Source: an optimization exercise on an open RTL-to-GDS flow (aim: small area, a short achievable clock period and few clock cycles per item). Production flows keep margins and buffers that such runs may drop.
The RTL was checked by simulation tests, not by an equivalence proof against the original design.

// fq_muldiv32
module fq_muldiv32 (
    input  wire        clk,
    input  wire        rst,
    input  wire        in_valid,
    output wire        in_ready,
    input  wire [2:0]  fn,
    input  wire [31:0] a,
    input  wire [31:0] b,
    output reg         out_valid,
    output reg  [31:0] out_result
);
    reg        s_mul, s_divb, s_div, rdy, first;
    reg [32:0] X;           
    reg [33:0] Y;           
    reg [33:0] R;           
    reg [31:0] L;           
    reg [4:0]  cnt;         
    reg [2:0]  mtot;        
    reg        hi;          
    reg        want_rem, dneg;
    reg        an, bn;      
    reg [5:0]  lza, lzb;    
    reg        o_mul, o_div, o_hi, o_rem, o_neg;
    reg [2:0]  o_mtot;
    assign in_ready = rdy;
    wire accept = in_valid & rdy;
    wire last   = (cnt == 5'd1);
    wire a_sx = (fn == 3'd0) | (fn == 3'd1) | (fn == 3'd3);
    wire b_sx = (fn == 3'd0) | (fn == 3'd1);
    wire e_a  = a_sx & a[31];
    wire e_b  = b_sx & b[31];
    wire f1 = (b[31:7]  == {25{e_b}});
    wire f2 = (b[31:15] == {17{e_b}});
    wire f3 = (b[31:23] == {9{e_b}});
    wire f4 = (b[31] == e_b);
    wire g1 = (a[31:7]  == {25{e_a}});
    wire g2 = (a[31:15] == {17{e_a}});
  ...
Settings: LEC_CHECK=0, CAP_MARGIN=70, CORE_MARGIN=2, CORE_UTILIZATION=55, SLEW_MARGIN=70; clock period 15.0 ns.
standard.sh (not shown) runs the stock make flow with config.mk's settings and CLKGATE_MAP_FILE= SYNTH_SCRIPT=/design/flow/synth_recipe.tcl, a recipe that flattens the netlist after the stock synthesis.
==> flow/flow/run.sh <==
#!/bin/bash
# Standard layout, with Yosys's own Brent-Kung carry-lookahead for adders
# (no Kogge-Stone extra map) and the timing repair steps asked to leave
# extra setup slack.
set -euo pipefail
export SYNTH_OPERATIONS_ARGS=-no-rw-check
export SETUP_SLACK_MARGIN=9
bash standard.sh > standard_flow.log 2>&1
Testbench counts at the start, summed over its fixed seeds: cycles 39,819, items 12,000.
==> next run, changes <==
--- a/flow/design.v
+++ b/flow/design.v
@@ -14,15 +14,13 @@
     reg [33:0] Y;           
     reg [33:0] R;           
     reg [31:0] L;           
     reg [4:0]  cnt;         
     reg [2:0]  mtot;        
     reg        hi;          
-    reg        want_rem, dneg;
-    reg        an, bn;      
-    reg [5:0]  lza, lzb;    
+    reg        want_rem, dsgn, dneg;
     reg        o_mul, o_div, o_hi, o_rem, o_neg;
     reg [2:0]  o_mtot;
     assign in_ready = rdy;
     wire accept = in_valid & rdy;
     wire last   = (cnt == 5'd1);
     wire a_sx = (fn == 3'd0) | (fn == 3'd1) | (fn == 3'd3);
@@ -35,18 +33,16 @@
     wire f4 = (b[31] == e_b);
     wire g1 = (a[31:7]  == {25{e_a}});
     wire g2 = (a[31:15] == {17{e_a}});
     wire swap = ~fn[2] & ((g1 & ~f1) | (g2 & ~f2));
     wire [2:0] m_in = swap ? (g1 ? 3'd1 : 3'd2) :
                       f1 ? 3'd1 : f2 ? 3'd2 : f3 ? 3'd3 : f4 ? 3'd4 : 3'd5;
-    wire an_in = fn[2] & ~fn[0] & a[31];
-    wire bn_in = fn[2] & ~fn[0] & b[31];
-    wire [31:0] a1 = a ^ {32{an_in}};
-    wire [31:0] b1 = b ^ {32{bn_in}};
-    wire [32:0] mx_in = swap ? {e_b, b} : {e_a, a1};
-    wire [32:0] my_in = swap ? {e_a, a} : {e_b, b1};
+    wire [32:0] mx_in = swap ? {e_b, b} : {e_a, a};
+    wire [32:0] my_in = swap ? {e_a, a} : {e_b, b};
+    wire [31:0] a1 = a ^ {32{~fn[0] & a[31]}};
+    wire [31:0] b1 = b ^ {32{~fn[0] & b[31]}};
     wire bz_in = (b == 32'd0);
     wire fq_in = bz_in |
                  ((a1[31:3]  == 29'd0) & (b1[31:4]  != 28'd0)) |
                  ((a1[31:7]  == 25'd0) & (b1[31:8]  != 24'd0)) |
                  ((a1[31:11] == 21'd0) & (b1[31:12] != 20'd0)) |
                  ((a1[31:15] == 17'd0) & (b1[31:16] != 16'd0)) |
@@ -109,17 +105,21 @@
             if (z16[1] & z16[0])
                 clz32 = 6'd32;
             else
                 clz32 = z16[1] ? {2'b01, c16[0][3:0]} : {1'b0, c16[1]};
         end
     endfunction
-    wire [31:0] da = X[31:0];                   
-    wire [31:0] db = Y[32:1];                   
-    wire [31:0] aa = da + {31'd0, an};
-    wire [31:0] ab = db + {31'd0, bn};
-    wire        bz  = (db == 32'd0) & ~bn;
+    wire [31:0] da = X[31:0];
+    wire [31:0] db = Y[32:1];
+    wire        an = dsgn & da[31];
+    wire        bn = dsgn & db[31];
+    wire [31:0] aa = an ? (~da + 32'd1) : da;
+    wire [31:0] ab = bn ? (~db + 32'd1) : db;
+    wire [5:0]  lza = clz32(da ^ {32{an}});
+    wire [5:0]  lzb = clz32(db ^ {32{bn}});
+    wire        bz  = (db == 32'd0);
     wire [6:0]  tsh = 7'd31 + {1'b0, lza} - {6'd0, an} - {1'b0, lzb};    
     wire        fin = bz | (tsh[6:5] == 2'b01);   
     wire [4:0]  sh  = tsh[6] ? 5'd0 : {tsh[4:1], 1'b0};
     wire [63:0] ash = {32'd0, aa} << sh;
     wire [4:0]  kdiv = 5'd16 - {1'b0, sh[4:1]};
     wire [31:0] d   = X[31:0];
@@ -128,13 +128,12 @@
     wire        q1  = ~t1[33];
     wire [31:0] r1  = q1 ? t1[31:0] : rs1[31:0];
     wire [32:0] rs2 = {r1, L[30]};
     wire [33:0] t2  = {1'b0, rs2} - {2'b0, d};
     wire        q2  = ~t2[33];
     wire [31:0] r2  = q2 ? t2[31:0] : rs2[31:0];
-    wire [1:0]  qd  = {q1, q2};
     reg [31:0] mul_res;
     always @(*) begin
         if (!o_hi) begin
             case (o_mtot)
                 3'd1:    mul_res = {R[23:0], L[31:24]};
                 3'd2:    mul_res = {R[15:0], L[31:16]};
@@ -202,16 +201,13 @@
         if (accept) begin
             X        <= mx_in;
             cnt      <= {2'b00, m_in};
             mtot     <= m_in;
             hi       <= (fn[1:0] != 2'd0);
             want_rem <= fn[1];
-            an       <= an_in;
-            lza      <= clz32(a1);
-            lzb      <= clz32(b1);
-            bn       <= bn_in;
+            dsgn     <= ~fn[0];
         end else if (s_mul) begin
             cnt <= cnt - 5'd1;
         end else if (s_divb) begin
             X    <= {1'b0, ab};
             cnt  <= kdiv;
             dneg <= want_rem ? an : (an ^ bn);
@@ -223,10 +219,10 @@
             L <= {sum[7:0], L[31:8]};
         end else if (s_divb) begin
             R <= {2'b00, fin ? aa : ash[63:32]};
             L <= fin ? {32{bz}} : ash[31:0];
         end else begin
             R <= {2'b00, r2};
-            L <= {L[29:0], qd};
+            L <= {L[29:0], q1, q2};
         end
     end
 endmodule
Outcome:
- wire length came out higher by a few percent
- area after synthesis came out lower slightly
- register-to-register slack gets worse by 0.02 ns
- cell area came out higher by a few percent
- worst setup slack gets worse by 0.017 ns
- fmax is about the same
- die area came out lower slightly
- final cell count came out higher slightly
- core utilization came out higher by 2.0 points
Testbench counts after the change, summed over its fixed seeds: cycles 39,819, items 12,000.

* * *

## epsilon
The RTL this note starts from:
==> flow/design.v <==
module fq_muldiv32 (
    input  wire        clk,
    input  wire        rst,
    input  wire        in_valid,
    output wire        in_ready,
    input  wire [2:0]  fn,
    input  wire [31:0] a,
    input  wire [31:0] b,
    output reg         out_valid,
    output reg  [31:0] out_result
);
    reg        s_mul, s_divb, s_div, rdy, first;
    reg [32:0] X;           
    reg [33:0] Y;           
    reg [33:0] R;           
    reg [31:0] L;           
    reg [4:0]  cnt;         
    reg [2:0]  mtot;        
    reg        hi;          
    reg        want_rem, dsgn, dneg;
    reg        o_mul, o_div, o_hi, o_rem, o_neg;
    reg [2:0]  o_mtot;
    assign in_ready = rdy;
    wire accept = in_valid & rdy;
    wire last   = (cnt == 5'd1);
    wire a_sx = (fn == 3'd1) | (fn == 3'd3);
    wire b_sx = (fn == 3'd0) | (fn == 3'd1);
    wire e_b  = b_sx & b[31];
    wire f1 = (b[31:7]  == {25{e_b}});
    wire f2 = (b[31:15] == {17{e_b}});
    wire f3 = (b[31:23] == {9{e_b}});
    wire f4 = (b[31] == e_b);
    wire [2:0] m_in = f1 ? 3'd1 : f2 ? 3'd2 : f3 ? 3'd3 : f4 ? 3'd4 : 3'd5;
    wire [8:0] yd = Y[8:0];
    wire [3:0] bneg, bone, btwo;
    wire [33:0] ppx [0:3];
    genvar j;
    generate
        for (j = 0; j < 4; j = j + 1) begin : g_booth
            wire [2:0] t = yd[2*j+2:2*j];
            assign bone[j] = t[1] ^ t[0];
            assign btwo[j] = (t[2] ^ t[1]) & ~(t[1] ^ t[0]);
            assign bneg[j] = t[2] & ~(t[1] & t[0]);
            wire [33:0] sel = ({34{bone[j]}} & {X[32], X}) | ({34{btwo[j]}} & {X, 1'b0});
            assign ppx[j] = sel ^ {34{bneg[j]}};
        end
    endgenerate
    wire [33:0] acc = first ? 34'd0 : R;
    wire [41:0] sum = {{8{acc[33]}}, acc}
                    + {{8{ppx[0][33]}}, ppx[0]}
                    + {{6{ppx[1][33]}}, ppx[1], 2'b0}
                    + {{4{ppx[2][33]}}, ppx[2], 4'b0}
                    + {{2{ppx[3][33]}}, ppx[3], 6'b0}
                    + {35'd0, bneg[3], 1'b0, bneg[2], 1'b0, bneg[1], 1'b0, bneg[0]};
    function [5:0] clz32(input [31:0] v);
        reg [1:0] c2 [0:15];
        reg [2:0] c4 [0:7];
        reg [3:0] c8 [0:3];
        reg [4:0] c16 [0:1];
        reg [15:0] z2;
        reg [7:0] z4;
        reg [3:0] z8;
        reg [1:0] z16;
        integer i;
        begin
            for (i = 0; i < 16; i = i + 1) begin
                z2[i] = ~(v[2*i+1] | v[2*i]);
                c2[i] = {1'b0, ~v[2*i+1]};
            end
            for (i = 0; i < 8; i = i + 1) begin
                z4[i] = z2[2*i+1] & z2[2*i];
                c4[i] = z2[2*i+1] ? {2'b01, c2[2*i][0]} : {1'b0, c2[2*i+1]};
            end
            for (i = 0; i < 4; i = i + 1) begin
                z8[i] = z4[2*i+1] & z4[2*i];
                c8[i] = z4[2*i+1] ? {2'b01, c4[2*i][1:0]} : {1'b0, c4[2*i+1]};
            end
            for (i = 0; i < 2; i = i + 1) begin
                z16[i] = z8[2*i+1] & z8[2*i];
                c16[i] = z8[2*i+1] ? {2'b01, c8[2*i][2:0]} : {1'b0, c8[2*i+1]};
            end
            if (z16[1] & z16[0])
                clz32 = 6'd32;
            else
                clz32 = z16[1] ? {2'b01, c16[0][3:0]} : {1'b0, c16[1]};
        end
    endfunction
    wire [31:0] da = X[31:0];
    wire [31:0] db = Y[32:1];
    wire        an = dsgn & da[31];
    wire        bn = dsgn & db[31];
    wire [31:0] aa = an ? (~da + 32'd1) : da;
    wire [31:0] ab = bn ? (~db + 32'd1) : db;
    wire [5:0]  lza = clz32(aa);
    wire [5:0]  lzb = clz32(ab);
    wire        bz  = (db == 32'd0);
    wire        fin = bz | (lza > lzb);        
    wire [5:0]  tsh = 6'd31 + lza - lzb;        
    wire [4:0]  sh  = {tsh[4:1], 1'b0};
    wire [63:0] ash = {32'd0, aa} << sh;
    wire [4:0]  kdiv = 5'd16 - {1'b0, sh[4:1]};
    wire [31:0] d   = X[31:0];
    wire [32:0] rs1 = {R[31:0], L[31]};
    wire [33:0] t1  = {1'b0, rs1} - {2'b0, d};
    wire        q1  = ~t1[33];
    wire [31:0] r1  = q1 ? t1[31:0] : rs1[31:0];
    wire [32:0] rs2 = {r1, L[30]};
    wire [33:0] t2  = {1'b0, rs2} - {2'b0, d};
    wire        q2  = ~t2[33];
    wire [31:0] r2  = q2 ? t2[31:0] : rs2[31:0];
    reg [31:0] mul_res;
    always @(*) begin
        if (!o_hi) begin
            case (o_mtot)
                3'd1:    mul_res = {R[23:0], L[31:24]};
                3'd2:    mul_res = {R[15:0], L[31:16]};
                3'd3:    mul_res = {R[7:0], L[31:8]};
                default: mul_res = L;
            endcase
        end else begin
            case (o_mtot)
                3'd1:    mul_res = {{22{R[33]}}, R[33:24]};
                3'd2:    mul_res = {{14{R[33]}}, R[33:16]};
                3'd3:    mul_res = {{6{R[33]}}, R[33:8]};
                3'd4:    mul_res = R[31:0];
                default: mul_res = {R[23:0], L[31:24]};
            endcase
        end
    end
    wire [31:0] dv      = o_rem ? R[31:0] : L;
    wire [31:0] div_res = o_neg ? (~dv + 32'd1) : dv;
    always @(posedge clk) begin
        if (rst) begin
            s_mul     <= 1'b0;
            s_divb    <= 1'b0;
            s_div     <= 1'b0;
            rdy       <= 1'b1;
            o_mul     <= 1'b0;
            o_div     <= 1'b0;
            out_valid <= 1'b0;
        end else begin
            out_valid <= o_mul | o_div;
            o_mul     <= s_mul & last;
            o_div     <= (s_div & last) | (s_divb & fin);
            if (s_mul & last)  s_mul  <= 1'b0;
            if (s_divb)        s_divb <= 1'b0;
            if (s_divb & !fin) s_div  <= 1'b1;
            if (s_div & last)  s_div  <= 1'b0;
            if (accept) begin
                s_mul  <= ~fn[2];
                s_divb <= fn[2];
            end
            if (accept)
                rdy <= ~fn[2] & (m_in == 3'd1);
            else if ((s_mul | s_div) & !last)
                rdy <= (cnt == 5'd2);
            else if (s_divb)
                rdy <= fin | (kdiv == 5'd1);
            else
                rdy <= 1'b1;
        end
    end
    always @(posedge clk) begin
        if (o_mul)
            out_result <= mul_res;
        else if (o_div)
            out_result <= div_res;
        if (s_mul & last) begin
            o_mtot <= mtot;
            o_hi   <= hi;
        end
        if ((s_div & last) | s_divb) begin
            o_rem <= want_rem;
            o_neg <= s_divb ? (want_rem ? an : (an ^ bn) & !bz) : dneg;
        end
        first <= accept;
        if (accept) begin
            X        <= {a_sx & a[31], a};
            Y        <= {e_b, b, 1'b0};
            cnt      <= {2'b00, m_in};
            mtot     <= m_in;
            hi       <= (fn[1:0] != 2'd0);
            want_rem <= fn[1];
            dsgn     <= ~fn[0];
        end else if (s_mul) begin
            Y   <= {{8{Y[33]}}, Y[33:8]};
            cnt <= cnt - 5'd1;
        end else if (s_divb) begin
            X    <= {1'b0, ab};
            cnt  <= kdiv;
            dneg <= want_rem ? an : (an ^ bn);
        end else if (s_div) begin
            cnt <= cnt - 5'd1;
        end
        if (s_mul) begin
            R <= sum[41:8];
            L <= {sum[7:0], L[31:8]};
        end else if (s_divb) begin
            R <= {2'b00, fin ? aa : ash[63:32]};
            L <= fin ? {32{bz}} : ash[31:0];
        end else if (s_div) begin
            R <= {2'b00, r2};
            L <= {L[29:0], q1, q2};
        end
    end
endmodule
Settings: LEC_CHECK=0, CAP_MARGIN=20, CORE_MARGIN=2, CORE_UTILIZATION=40, SLEW_MARGIN=20; clock period 15.0 ns.
run.sh (not shown) runs the stock make flow with config.mk's settings and CLKGATE_MAP_FILE= SYNTH_SCRIPT=/design/flow/synth_recipe.tcl, a recipe that flattens the netlist after the stock synthesis.
Stock flow here: none of the scripts above is used.
Testbench counts of epsilon, summed over its fixed seeds: cycles 42,752, items 12,000.
Relative to epsilon, the following input files were edited for delta:
-- flow/design.v --
<<< epsilon, line 32
    wire f4 = (b[31] == e_b);
    wire [2:0] m_in = f1 ? 3'd1 : f2 ? 3'd2 : f3 ? 3'd3 : f4 ? 3'd4 : 3'd5;
    wire [8:0] yd = Y[8:0];
    wire [3:0] bneg, bone, btwo;
    wire [33:0] ppx [0:3];
    genvar j;
    generate
        for (j = 0; j < 4; j = j + 1) begin : g_booth
            wire [2:0] t = yd[2*j+2:2*j];
            assign bone[j] = t[1] ^ t[0];
            assign btwo[j] = (t[2] ^ t[1]) & ~(t[1] ^ t[0]);
            assign bneg[j] = t[2] & ~(t[1] & t[0]);
            wire [33:0] sel = ({34{bone[j]}} & {X[32], X}) | ({34{btwo[j]}} & {X, 1'b0});
            assign ppx[j] = sel ^ {34{bneg[j]}};
>>> delta, line 32
    wire f4 = (b[31] == e_b);
    wire [2:0] m_in = f1 ? 3'd1 : f2 ? 3'd2 : f3 ? 3'd3 : f4 ? 3'd4 : 3'd5;
    reg  [3:0] bneg, bone, btwo;
    wire [8:0] yd_n = accept ? {b[7:0], 1'b0} : Y[16:8];
    reg  [3:0] bneg_n, bone_n, btwo_n;
    integer k;
    always @(*) begin
        for (k = 0; k < 4; k = k + 1) begin
            bone_n[k] = yd_n[2*k+1] ^ yd_n[2*k];
            btwo_n[k] = (yd_n[2*k+2] ^ yd_n[2*k+1]) & ~(yd_n[2*k+1] ^ yd_n[2*k]);
            bneg_n[k] = yd_n[2*k+2] & ~(yd_n[2*k+1] & yd_n[2*k]);
        end
    end
    wire [33:0] ppx [0:3];
    genvar j;
    generate
        for (j = 0; j < 4; j = j + 1) begin : g_booth
            wire [33:0] sel = ({34{bone[j]}} & {X[32], X}) | ({34{btwo[j]}} & {X, 1'b0});
            assign ppx[j] = sel ^ {34{bneg[j]}};
<<< epsilon, line 92
    wire [31:0] aa = an ? (~da + 32'd1) : da;
    wire [31:0] ab = bn ? (~db + 32'd1) : db;
    wire [5:0]  lza = clz32(aa);
    wire [5:0]  lzb = clz32(ab);
    wire        bz  = (db == 32'd0);
    wire        fin = bz | (lza > lzb);        
    wire [5:0]  tsh = 6'd31 + lza - lzb;        
    wire [4:0]  sh  = {tsh[4:1], 1'b0};
    wire [63:0] ash = {32'd0, aa} << sh;
    wire [4:0]  kdiv = 5'd16 - {1'b0, sh[4:1]};
>>> delta, line 97
    wire [31:0] aa = an ? (~da + 32'd1) : da;
    wire [31:0] ab = bn ? (~db + 32'd1) : db;
    wire [5:0]  lza = clz32(da ^ {32{an}});
    wire [5:0]  lzb = clz32(db ^ {32{bn}});
    wire        bz  = (db == 32'd0);
    wire [6:0]  tsh = 7'd31 + {1'b0, lza} - {6'd0, an} - {1'b0, lzb};    
    wire        fin = bz | (tsh[6:5] == 2'b01);   
    wire [4:0]  sh  = tsh[6] ? 5'd0 : {tsh[4:1], 1'b0};
    wire [63:0] ash = {32'd0, aa} << sh;
    wire [4:0]  kdiv = 5'd16 - {1'b0, sh[4:1]};
<<< epsilon, line 162
    end
    always @(posedge clk) begin
        if (o_mul)
            out_result <= mul_res;
        else if (o_div)
            out_result <= div_res;
        if (s_mul & last) begin
            o_mtot <= mtot;
>>> delta, line 167
    end
    always @(posedge clk) begin
        out_result <= o_mul ? mul_res : div_res;
        if (s_mul & last) begin
            o_mtot <= mtot;
<<< epsilon, line 175
        end
        first <= accept;
        if (accept) begin
            X        <= {a_sx & a[31], a};
            Y        <= {e_b, b, 1'b0};
            cnt      <= {2'b00, m_in};
            mtot     <= m_in;
>>> delta, line 177
        end
        first <= accept;
        Y     <= accept ? {e_b, b, 1'b0} : {{8{Y[33]}}, Y[33:8]};
        bneg  <= bneg_n;
        bone  <= bone_n;
        btwo  <= btwo_n;
        if (accept) begin
            X        <= {a_sx & a[31], a};
            cnt      <= {2'b00, m_in};
            mtot     <= m_in;
<<< epsilon, line 184
            dsgn     <= ~fn[0];
        end else if (s_mul) begin
            Y   <= {{8{Y[33]}}, Y[33:8]};
            cnt <= cnt - 5'd1;
        end else if (s_divb) begin
>>> delta, line 189
            dsgn     <= ~fn[0];
        end else if (s_mul) begin
            cnt <= cnt - 5'd1;
        end else if (s_divb) begin
<<< epsilon, line 199
            R <= {2'b00, fin ? aa : ash[63:32]};
            L <= fin ? {32{bz}} : ash[31:0];
        end else if (s_div) begin
            R <= {2'b00, r2};
            L <= {L[29:0], q1, q2};
>>> delta, line 203
            R <= {2'b00, fin ? aa : ash[63:32]};
            L <= fin ? {32{bz}} : ash[31:0];
        end else begin
            R <= {2'b00, r2};
            L <= {L[29:0], q1, q2};
--- outcome ---
- Compared to epsilon, the router laid down less metal wire for delta.
- Clock transition at the registers of the reported paths in delta is 20 ps lower than in epsilon
- Compared with epsilon, in delta hold slack fell 7.9 ps, global-route usage went down, total number of sequential cells +11.
- Going from epsilon to delta, endpoint required time on the critical path went up 130 ps, vertical extent of the die lower, filler cell count in the final layout decreased by 358 relative to the old numbers, detailed-route vias per instance now larger.
- For delta, the start point of the critical path was X[2], unlike epsilon, where it was X[1].
Testbench counts of delta, summed over its fixed seeds: cycles 43,211, items 12,000.

-- what the ideal ports hide --
No port has a modelled driver above. Below, the same layouts with a new extraction and two added sets of constraints.
Step 1 sets driving cells, clkbuf_16 on the clock port and buf_2 on the other inputs (assumed; they add their load-dependent delay and slew).
Step 2 moves the port delays by t, midway between the first and last clock arrival at a register: inputs arrive t later, outputs are due t later. That takes back most of the time a late clock gives input paths.
Three values: ideal, step 1, step 2; two values: the first two.
| run | t, ns | slack for setup (ns) | worst setup path at the end | slew at the worst register clock pin (ns) | worst data-port slew with drivers (ns) |
|---|---|---|---|---|---|
| the first run of note 1 | 0.639 | 9.108 / 9.108 / 8.543 | input to register | 0.06 / 0.06 | 0.05 |
| the second run of note 1 | 0.630 | 9.091 / 9.091 / 8.645 | input to register | 0.08 / 0.08 | 0.04 |
| epsilon | 0.565 | 6.790 / 6.790 / 6.790 | register to register | 0.09 / 0.09 | 0.04 |
| delta | 0.635 | 7.174 / 7.174 / 7.174 | register to register | 0.07 / 0.07 | 0.05 |
After both steps setup and hold are still met in every run listed. The setup slack of the first run of note 1, which loses most, moves by 0.000 ns with the drivers and by -0.565 ns with both steps.
